Background: an optimization exercise with open tools, aiming at small area and a short achievable clock period. Do not read the settings as production practice. At most, simulation tests tie the RTL to the original design; equivalence was not proved.

the reference run:
Design pixcorr, start of the top module:
module pixcorr (
    input  wire        clk,
    input  wire        rst,
    input  wire [31:0] cfg_dt,
    input  wire [31:0] cfg_h,
    input  wire [23:0] cfg_scene_ofs,
    input  wire [8:0]  cfg_alpha,
    input  wire [15:0] cfg_thr,
    input  wire        cfg_tf_en,
    input  wire        cfg_fresh,
    input  wire        frame_start,
    input  wire        frame_end,
    input  wire        in_valid,
    input  wire        in_blind,
    input  wire        in_sat,
    input  wire [23:0] in_xp,
    input  wire [23:0] in_b,
    input  wire [23:0] in_o,
    input  wire [15:0] in_d,
    input  wire [15:0] in_g,
    input  wire [15:0] in_s,
    output reg         out_valid,
    output reg  [15:0] out_y,
    output reg  [15:0] out_state,
    output reg         stats_valid,
    output reg  [19:0] st_nvalid,
    output reg  [19:0] st_ninvalid,
    output reg  [19:0] st_nbad,
    output reg  [19:0] st_nrsat,
    output reg  [19:0] st_clip_lo,
    output reg  [19:0] st_clip_hi,
    output reg  [19:0] st_motion,
    output reg  [15:0] st_min,
    output reg  [15:0] st_max,
    output reg  [35:0] st_sum
);
==> flow/config.mk <==
export PLATFORM = sky130hd
export DESIGN_NAME = pixcorr
export DESIGN_NICKNAME = pixcorr
export VERILOG_FILES = /design/flow/design.v
export SDC_FILE = /design/flow/constraint.sdc
export NUM_CORES = 4
export LEC_CHECK = 0
export CAP_MARGIN = 20
export CORE_MARGIN = 2
export CORE_UTILIZATION = 40
export PLACE_DENSITY = 0.6
export SLEW_MARGIN = 20
==> flow/constraint.sdc <==
create_clock -name core_clock -period 16.0 [get_ports {clk}]
set_input_delay 3.2000 -clock core_clock [delete_from_list [all_inputs] [get_ports {clk}]]
set_output_delay 3.2000 -clock core_clock [all_outputs]
set_load 0.01 [all_outputs]
standard.sh (not shown) runs the stock make flow with config.mk's settings and CLKGATE_MAP_FILE= SYNTH_SCRIPT=/design/flow/synth_recipe.tcl, a recipe that flattens the netlist after the stock synthesis.
==> flow/flow/run.sh <==
#!/bin/bash
set -euo pipefail
here=$(pwd)
margin=$(cat flow/margin.txt)
sed "s|\"\${@:-finish}\"|SETUP_SLACK_MARGIN=${margin} \"\${@:-finish}\"|" standard.sh > own_standard.sh
grep -q "SETUP_SLACK_MARGIN=${margin}" own_standard.sh
bash own_standard.sh > "$here/make_finish.log" 2>&1
==> flow/flow/margin.txt <==
11.5
Inputs modified between the reference run and the trial run:
--- a/flow/design.v
+++ b/flow/design.v
@@ -4458,25 +4458,30 @@
         end else if (motion) begin
             f_motion = 1'b1;
             f_out   = s3_z;
             f_state = s3_z;
         end else begin
             f_out   = blend;
             f_state = blend;
         end
     end
-    reg o_act, o_bad, o_sat, o_clo, o_chi, o_mot;
+    wire        f_act = s3_valid & ~s3_blind;
+    reg         o_act, o_bad, o_sat, o_clo, o_chi, o_mot, o_v, o_inv;
+    reg  [15:0] o_y;
     always @(posedge clk) begin
         if (rst) out_valid <= 1'b0;
         else     out_valid <= s3_valid;
         out_y     <= f_out;
         out_state <= f_state;
-        o_act     <= s3_valid & ~s3_blind;
+        o_act     <= f_act;
+        o_v       <= f_act & ~s3_inv;
+        o_inv     <= f_act & s3_inv;
+        o_y       <= (f_act & ~s3_inv) ? f_out : 16'd0;
         o_bad     <= s3_bad;
         o_sat     <= s3_sat;
         o_clo     <= s3_clo;
         o_chi     <= s3_chi;
         o_mot     <= f_motion;
     end
     reg end_seen;
     always @(posedge clk) begin
         if (rst) begin
@@ -4494,40 +4499,37 @@
         end
     end
     reg sum_c, sum_pend;
     always @(posedge clk) begin
         if (rst) sum_pend <= 1'b0;
         else     sum_pend <= out_valid;
     end
     reg fs_r;
     always @(posedge clk) fs_r <= frame_start & ~rst;
-    wire y_inv = &out_y;
-    wire acc_v = o_act & ~y_inv;
-    wire [15:0] y_v = acc_v ? out_y : 16'd0;
     always @(posedge clk) begin
         if (fs_r) begin
             st_nvalid   <= 20'd0;
             st_ninvalid <= 20'd0;
             st_nbad     <= 20'd0;
             st_nrsat    <= 20'd0;
             st_clip_lo  <= 20'd0;
             st_clip_hi  <= 20'd0;
             st_motion   <= 20'd0;
             st_min      <= 16'hFFFF;
             st_max      <= 16'h0000;
             st_sum      <= 36'd0;
             sum_c       <= 1'b0;
         end else begin
-            st_nvalid   <= st_nvalid   + {19'd0, acc_v};
-            st_ninvalid <= st_ninvalid + {19'd0, o_act & y_inv};
+            st_nvalid   <= st_nvalid   + {19'd0, o_v};
+            st_ninvalid <= st_ninvalid + {19'd0, o_inv};
             st_nbad     <= st_nbad     + {19'd0, o_act & o_bad};
             st_nrsat    <= st_nrsat    + {19'd0, o_act & o_sat};
             st_clip_lo  <= st_clip_lo  + {19'd0, o_act & o_clo};
             st_clip_hi  <= st_clip_hi  + {19'd0, o_act & o_chi};
             st_motion   <= st_motion   + {19'd0, o_act & o_mot};
-            {sum_c, st_sum[15:0]} <= {1'b0, st_sum[15:0]} + {1'b0, y_v};
+            {sum_c, st_sum[15:0]} <= {1'b0, st_sum[15:0]} + {1'b0, o_y};
             st_sum[35:16] <= st_sum[35:16] + {19'd0, sum_c};
-            if (acc_v && out_y < st_min) st_min <= out_y;
-            if (acc_v && out_y > st_max) st_max <= out_y;
+            if (o_v && o_y < st_min) st_min <= o_y;
+            if (o_y > st_max) st_max <= o_y;
         end
     end
 endmodule
==> comparison <==
Setup slack: the trial run worse than the reference run
Adder-cell share of the synthesized area down 0.16 points in the trial run wrt the reference run
Of the trial run and the reference run, the higher data arrival time of the critical path belongs to the trial run.
On portion of the clock cycle consumed by the worst path in the final layout, the higher figure sits with the trial run, not the reference run.
Changes observed in the trial run relative to the reference run: mean routed wirelength per cell +about 5%; layout overhead on the synthesized area increased 0.52 points; count of inverters other than clock inverters in the layout essentially unchanged; detailed-routing wirelength on met1 saw an increase.
The RTL of the trial run was laid out without a check of its function.

## separate check: timing with driven ports
In the flow no input, the clock included, has a driving cell. The finished layouts below were timed again as built, in two steps.
Step 1, drivers: a clkbuf_16 drives clk and a buf_2 each remaining input, both assumed.
Step 2 also shifts input and output timing later by t, the mid clock arrival at the registers, as if the neighbouring blocks saw the same clock.
Slacks: no drivers / after step 1 / after step 2; pairs: no drivers / after step 1.
run | shift t [ns] | slack for setup (ns) | clock arrival spread, ns
the reference run | 0.787 | 11.557 / 11.479 / 10.913 | 0.056 / 0.056
the trial run | 0.807 | 11.437 / 11.437 / 11.004 | 0.055 / 0.055
After both steps setup and hold are still met in every run listed. For the reference run, which loses most, drivers alone change the setup slack by -0.078 ns; drivers and shift together by -0.644 ns.
